What follows belongs to an exercise in optimizing a design on an open flow for small area, a short achievable clock period and few clock cycles; a production flow would make more cautious choices.
The RTL was checked by simulation tests, not by an equivalence proof against the original design.
No activity file was given, so power comes from the tool's default toggle rates.

## courier_core
module courier_core (
    input  wire        clk,
    input  wire        rst,           
    output wire [13:0] imem_addr,
    input  wire [31:0] imem_rdata,
    output wire [9:0]  dmem_addr,
    output wire        dmem_we,
    output wire [3:0]  dmem_be,
    output wire [31:0] dmem_wdata,
    input  wire [31:0] dmem_rdata,
    output reg         halted,
    output reg  [3:0]  halt_cause,    
    output reg  [31:0] halt_info,
    output reg  [14:0] halt_pc
);
Size in the first run: roughly 180 I/O pins, roughly 0.10 mm^2 of cells after synthesis.
Settings: LEC_CHECK=0, ABC_CLOCK_PERIOD_IN_PS=4000, CAP_MARGIN=60, CORE_MARGIN=2, CORE_UTILIZATION=40, PLACE_DENSITY=0.6, SLEW_MARGIN=60; clock period 15.0 ns.
run.sh (not shown) runs the stock make flow with config.mk's settings and CLKGATE_MAP_FILE= SYNTH_SCRIPT=/design/flow/synth_recipe.tcl, a recipe that flattens the netlist after the stock synthesis.
The starting point produced a clean layout.
Testbench counts at the start, summed over its fixed seeds: cycles 246,413.
Next try:
--- a/flow/design.v
+++ b/flow/design.v
@@ -45,13 +45,12 @@
                 bt_t = bt_t | bt_tgt[q];
             end
     end
     reg        i_v;
     reg [14:0] i_pc;
     reg [31:0] i_w;
-    reg [20:0] i_btgt;              
     reg [4:0]  i_rbp;               
     reg        i_bnext;             
     reg        e_v;
     reg [14:0] e_pc;
     reg [31:0] e_A, e_B;
     reg [1:0]  e_wa, e_wb;          
@@ -238,14 +237,15 @@
         | ({32{e_sel[R_BFI]}}   & bfi_r)
         | ({32{e_sel[R_PASSB]}} & eB);
     wire [31:0] e_res = e_res_o | ({32{e_sel[R_ADD]}} & sum[31:0]);
     wire        e_z   = e_sel[R_ADD] ? z_add : (e_res_o == 32'd0);
     wire [32:0] agu_s    = ks_add(eA, {{16{e_imm[15]}}, e_imm}, 1'b0);
     wire [31:0] agu      = agu_s[31:0];
-    wire [2:0]  e_nbytes = (e_size == 2'd2) ? 3'd4 : (e_size == 2'd1) ? 3'd2 : 3'd1;
-    wire        m_range  = ({1'b0, agu} + {30'd0, e_nbytes}) > 33'd4096;
+    wire        m_range  = (agu[31:12] != 20'd0) ||
+                           ((e_size == 2'd2) && (agu[11:2] == 10'h3FF) && (agu[1:0] != 2'd0)) ||
+                           ((e_size == 2'd1) && (agu[11:0] == 12'hFFF));
     wire        m_align  = (e_size == 2'd2) ? (agu[1:0] != 2'b00) :
                            (e_size == 2'd1) ? agu[0] : 1'b0;
     wire        m_trap   = (e_ld || e_st) && (m_range || m_align);
     wire        st_ok    = (agu[31:12] == 20'd0) && !m_align;
     wire        br_take  = e_br && cond_holds(e_cond, fz, fn, fc, fv);
     wire        br_trap  = br_take && e_bbad;
@@ -302,13 +302,13 @@
     wire        f_hit_a = e_fwd && (e_rd == d_ra);
     wire        f_hit_b = e_fwd && (e_rd == d_rbp);
     wire [31:0] d_va = f_hit_a ? e_res : m_hit_a ? m_res : w_hit_a ? w_val : rf_a;
     wire [31:0] d_vb = f_hit_b ? e_res : m_hit_b ? m_res : w_hit_b ? w_val : rf_b;
     wire [5:0]  bf_w   = {1'b0, d_imm[9:5]} + 6'd1;
     wire        bf_bad = ({1'b0, d_imm[4:0]} + bf_w) > 6'd32;
-    wire [20:0] d_btgt = i_btgt;
+    wire [20:0] d_btgt = {6'd0, d_pc} + {di[19], di[19:0]};
     wire [14:0] d_link = d_pc + 15'd1;
     reg [NSEL-1:0] n_sel;
     reg        n_sub, n_wr, n_zn, n_cv, n_ld, n_st, n_br, n_bl, n_jr, n_ptrap, n_yield, n_mul;
     reg        n_useb;
     reg [1:0]  n_size, n_shk;
     reg [2:0]  n_cnt;
@@ -457,13 +457,12 @@
     wire d_isbr    = i_v && (di[31:27] == 5'b01100) && (di[21:20] == 2'd0) &&
                      (di[25:22] != 4'hF) && !d_pc[14];
     wire d_fstable = !(e_v && (e_zn || e_cv));
     wire d_tok     = !(d_btgt[20] || (d_btgt[19:14] != 6'd0)) && !i_bnext;
     wire d_pt      = d_isbr && d_tok &&
                      (d_fstable ? cond_holds(di[25:22], fz, fn, fc, fv) : di[19]);
-    wire [32:0] i_btgt_n = ks_add({17'd0, a_pc}, {{12{imem_rdata[19]}}, imem_rdata[19:0]}, 1'b0);
     wire d_redirect = d_pt && !i_pt && !e_hold && !e_redirect;
     assign imem_addr  = pc_f[13:0];
     assign dmem_addr  = m_addr;
     assign dmem_we    = m_st;
     assign dmem_be    = m_be;
     assign dmem_wdata = m_data;
@@ -509,13 +508,12 @@
         a_pc <= pc_f;
         if (e_redirect || d_redirect) a_pt <= 1'b0;
         else a_pt <= bt_hit;
         a_ptgt <= bt_t;
         if (!e_redirect && !d_redirect && !e_hold) begin
             i_pc <= a_pc; i_w <= imem_rdata; i_pt <= a_pt; i_ptgt <= a_ptgt;
-            i_btgt <= i_btgt_n[20:0];
             i_bnext <= (imem_rdata[19:0] == 20'd1);
             i_rbp <= ((imem_rdata[31:26] == 6'h00) && (imem_rdata[5:4] == 2'b00)) ?
                      imem_rdata[15:11] : imem_rdata[25:21];
         end
         if (!e_hold) begin
             e_pc <= d_pc; e_A <= d_va; e_B <= d_B; e_imm <= d_imm;
- The new run ran to the end with no violations
- fmax is higher by 7.8%
- hold slack improved by 0.0086 ns
- flip-flop and latch count falls by 21
- wire length increases by 0.97%
- sequential share of layout area barely changes
- die area falls by 1.6%
- via count came out lower by 0.43%
- synthesized cell count decreases by 2.1%
- setup slack improves by 0.46 ns
- design area is lower by 1.2%
- cell count is lower by 1.6%
- sequential power drops by about 1%
- clock-buffer cell count drops by 24
- register-to-register slack gains 0.46 ns
Testbench counts after the change, summed over its fixed seeds: cycles 246,413.

what the ideal ports hide:
No port has a modelled driver above. Below, the same layouts with a new extraction and two added sets of constraints.
Step 1 sets driving cells, clkbuf_16 on the clock port and buf_2 on the other inputs (assumed; they add their load-dependent delay and slew).
Step 2 times the ports against the registers' clock, not the clock port: input delays grow and output delays shrink by t, the midpoint of the rising clock arrivals with the driver on.
Three values: ideal ports, drivers, drivers and shift; two values: the first two.
run	t (ns)	slack for setup (ns)	slew at the worst register clock pin (ns)	worst slew at a driven data input, ns
the first run	0.938	8.695 / 8.695 / 7.873	0.09 / 0.09	0.12
the second run	0.953	9.152 / 9.152 / 8.968	0.09 / 0.09	0.12
After both steps setup and hold are still met in every run listed. For the first run, which loses most, drivers alone change the setup slack by 0.000 ns; drivers and shift together by -0.822 ns.
